Context: an optimization exercise on an open-source flow, tuned for small area, a short achievable clock period and few clock cycles per item. The choices shown serve that exercise and are no tape-out recipe.
Only simulation tests tie the RTL to the original design; equivalence was not proved.

## willow
## tau_arith
module tau_arith (
    input  wire        clk,
    input  wire        rst,           
    input  wire        in_valid,
    output wire        in_ready,
    input  wire        in_fn,         
    input  wire [63:0] in_a,
    input  wire [63:0] in_b,
    output reg         out_valid,
    output reg  [63:0] out_result,
    output reg         out_range
);
export LEC_CHECK = 0
export CAP_MARGIN = 20
export CORE_MARGIN = 2
export CORE_UTILIZATION = 40
export SLEW_MARGIN = 20
create_clock -name core_clock -period 14.0 [get_ports {clk}]
standard.sh (not shown) runs the stock make flow with config.mk's settings and CLKGATE_MAP_FILE= SYNTH_SCRIPT=/design/flow/synth_recipe.tcl, a recipe that flattens the netlist after the stock synthesis.
==> flow/flow/run.sh <==
#!/bin/bash
# The standard layout, with repair_timing asked for more setup slack than the
# clock period needs (so that it sizes the critical paths up), and the port
# buffers made with sky130_fd_sc_hd__buf_2.
set -euo pipefail
bash standard.sh SETUP_SLACK_MARGIN=7.5 "BUFFER_PORTS_ARGS=-buffer_cell sky130_fd_sc_hd__buf_2" finish > standard_make.log 2>&1
No stage failed in willow, and the final checks on the layout all came back clean.
Testbench counts of willow, summed over its fixed seeds: cycles 32,152, items 16,000.
Inputs modified between willow and nickel:
--- a/flow/flow/run.sh
+++ b/flow/flow/run.sh
@@ -4,3 +4,3 @@
 # buffers made with sky130_fd_sc_hd__buf_2.
 set -euo pipefail
-bash standard.sh SETUP_SLACK_MARGIN=7.5 "BUFFER_PORTS_ARGS=-buffer_cell sky130_fd_sc_hd__buf_2" finish > standard_make.log 2>&1
+bash standard.sh SETUP_SLACK_MARGIN=9 "BUFFER_PORTS_ARGS=-buffer_cell sky130_fd_sc_hd__buf_2" finish > standard_make.log 2>&1
==> comparison <==
nickel: done, clean on timing, DRC and antenna. Overall via count from detail_route delta for nickel relative to willow: 8.0% higher. Number of global-route vias before repair, nickel vs willow: up by a little under 10%. Summary of nickel over willow: clock skew -0.022 ns, ratio of final minimum period to clock period -4.4 points. Delta(required time of the critical path, nickel - willow) < 0.
> inputs changed (nickel -> amber)
--- a/flow/flow/run.sh
+++ b/flow/flow/run.sh
@@ -4,3 +4,3 @@
 # buffers made with sky130_fd_sc_hd__buf_2.
 set -euo pipefail
-bash standard.sh SETUP_SLACK_MARGIN=9 "BUFFER_PORTS_ARGS=-buffer_cell sky130_fd_sc_hd__buf_2" finish > standard_make.log 2>&1
+bash standard.sh SETUP_SLACK_MARGIN=8 CORE_UTILIZATION=50 "BUFFER_PORTS_ARGS=-buffer_cell sky130_fd_sc_hd__buf_2" finish > standard_make.log 2>&1
### Flow results
nickel has higher number of cell instances on the worst register-to-register path than amber. Slew at the pin closest to its max-slew limit, nickel and amber: higher on amber. amber against nickel; wire length of the first global-routing pass is down by a few percent.

---

Another version of the RTL of tau_arith (not shown whole).
For scale: ~2700 cells after synthesis, ~280 flip-flops, about 200 I/O pins, roughly 26000 µm² of cells after synthesis.
Settings: LEC_CHECK=0, CAP_MARGIN=20, CORE_MARGIN=2, CORE_UTILIZATION=40, SLEW_MARGIN=20; clock period 14.0 ns.
run.sh (not shown) runs the stock make flow with config.mk's settings and CLKGATE_MAP_FILE= SYNTH_SCRIPT=/design/flow/synth_recipe.tcl, a recipe that flattens the netlist after the stock synthesis.
Stock flow here: none of the scripts above is used.
Testbench counts at the start, summed over its fixed seeds: cycles 44,315, items 16,000.
Then changed:
==> flow/flow/run.sh (new file) <==
#!/bin/bash
# The standard layout, with repair_timing asked for more setup slack than the
# clock period needs, so that it sizes the critical paths up.
set -euo pipefail
bash standard.sh SETUP_SLACK_MARGIN=9 finish > standard_make.log 2>&1
==> flow/standard.sh (new file) <==
#!/bin/bash
# synth_recipe.tcl (not shown) runs the flow's synth.tcl, then flattens the netlist and writes it again
# the make line also repeats each setting of config.mk as NAME=value (left out here)
make -C /OpenROAD-flow-scripts/flow DESIGN_CONFIG=/design/flow/config.mk WORK_HOME=/design/flow/orfs CLKGATE_MAP_FILE= SYNTH_SCRIPT=/design/flow/synth_recipe.tcl "${@:-finish}"
removed: flow/run.sh
What happened: The new run passed the timing, design-rule and antenna checks. Sequential share of layout area drops by 1.6 points. First-iteration DRC count came out higher by 14%. Clock-buffer cell count falls by 7. Worst setup slack improved by 0.91 ns.
Then changed:
--- a/flow/flow/run.sh
+++ b/flow/flow/run.sh
@@ -5 +5 @@
-bash standard.sh SETUP_SLACK_MARGIN=9 finish > standard_make.log 2>&1
+bash standard.sh SETUP_SLACK_MARGIN=7 finish > standard_make.log 2>&1
Outcome: The new run ran to the end with no violations; worst hold slack got worse by 0.020 ns; final cell count goes down by 3.2%; critical path depth came out lower by 4; count of clock-buffer cells in the layout came out higher by 7; die area is unchanged.

re-timing with driven ports:
The flow's constraints put no driver on any port. The routed layouts listed below were extracted and timed again, unchanged, in two steps.
Step 1: set_driving_cell puts a clkbuf_16 on clk and a buf_2 on each other input, an assumption about the parent block.
Step 2 moves the port delays by t, midway between the first and last clock arrival at a register: inputs arrive t later, outputs are due t later. That takes back most of the time a late clock gives input paths.
Three values: ideal ports, drivers, drivers and shift; two values: the first two.
run | t (ns) | setup slack, ns | hold WS [ns] | worst setup path at the end | worst data-port slew with drivers (ns)
willow | 0.656 | 7.615 / 7.615 / 7.615 | 0.342 / 0.342 / 0.342 | register to register | 0.05
nickel | 0.669 | 8.236 / 8.236 / 8.236 | 0.342 / 0.342 / 0.342 | register to register | 0.07
amber | 0.653 | 8.040 / 8.040 / 7.605 | 0.335 / 0.335 / 0.335 | input to register | 0.04
the first run of note 2 | 0.604 | 6.578 / 6.578 / 6.578 | 0.531 / 0.531 / 0.531 | register to register | 0.05
the second run of note 2 | 0.612 | 7.483 / 7.483 / 7.483 | 0.554 / 0.554 / 0.554 | register to register | 0.06
the third run of note 2 | 0.606 | 7.170 / 7.170 / 7.165 | 0.534 / 0.534 / 0.534 | input to register | 0.05
After both steps every run listed still meets setup and hold. The setup slack of amber, which loses most, moves by 0.000 ns with the drivers and by -0.435 ns with both steps.
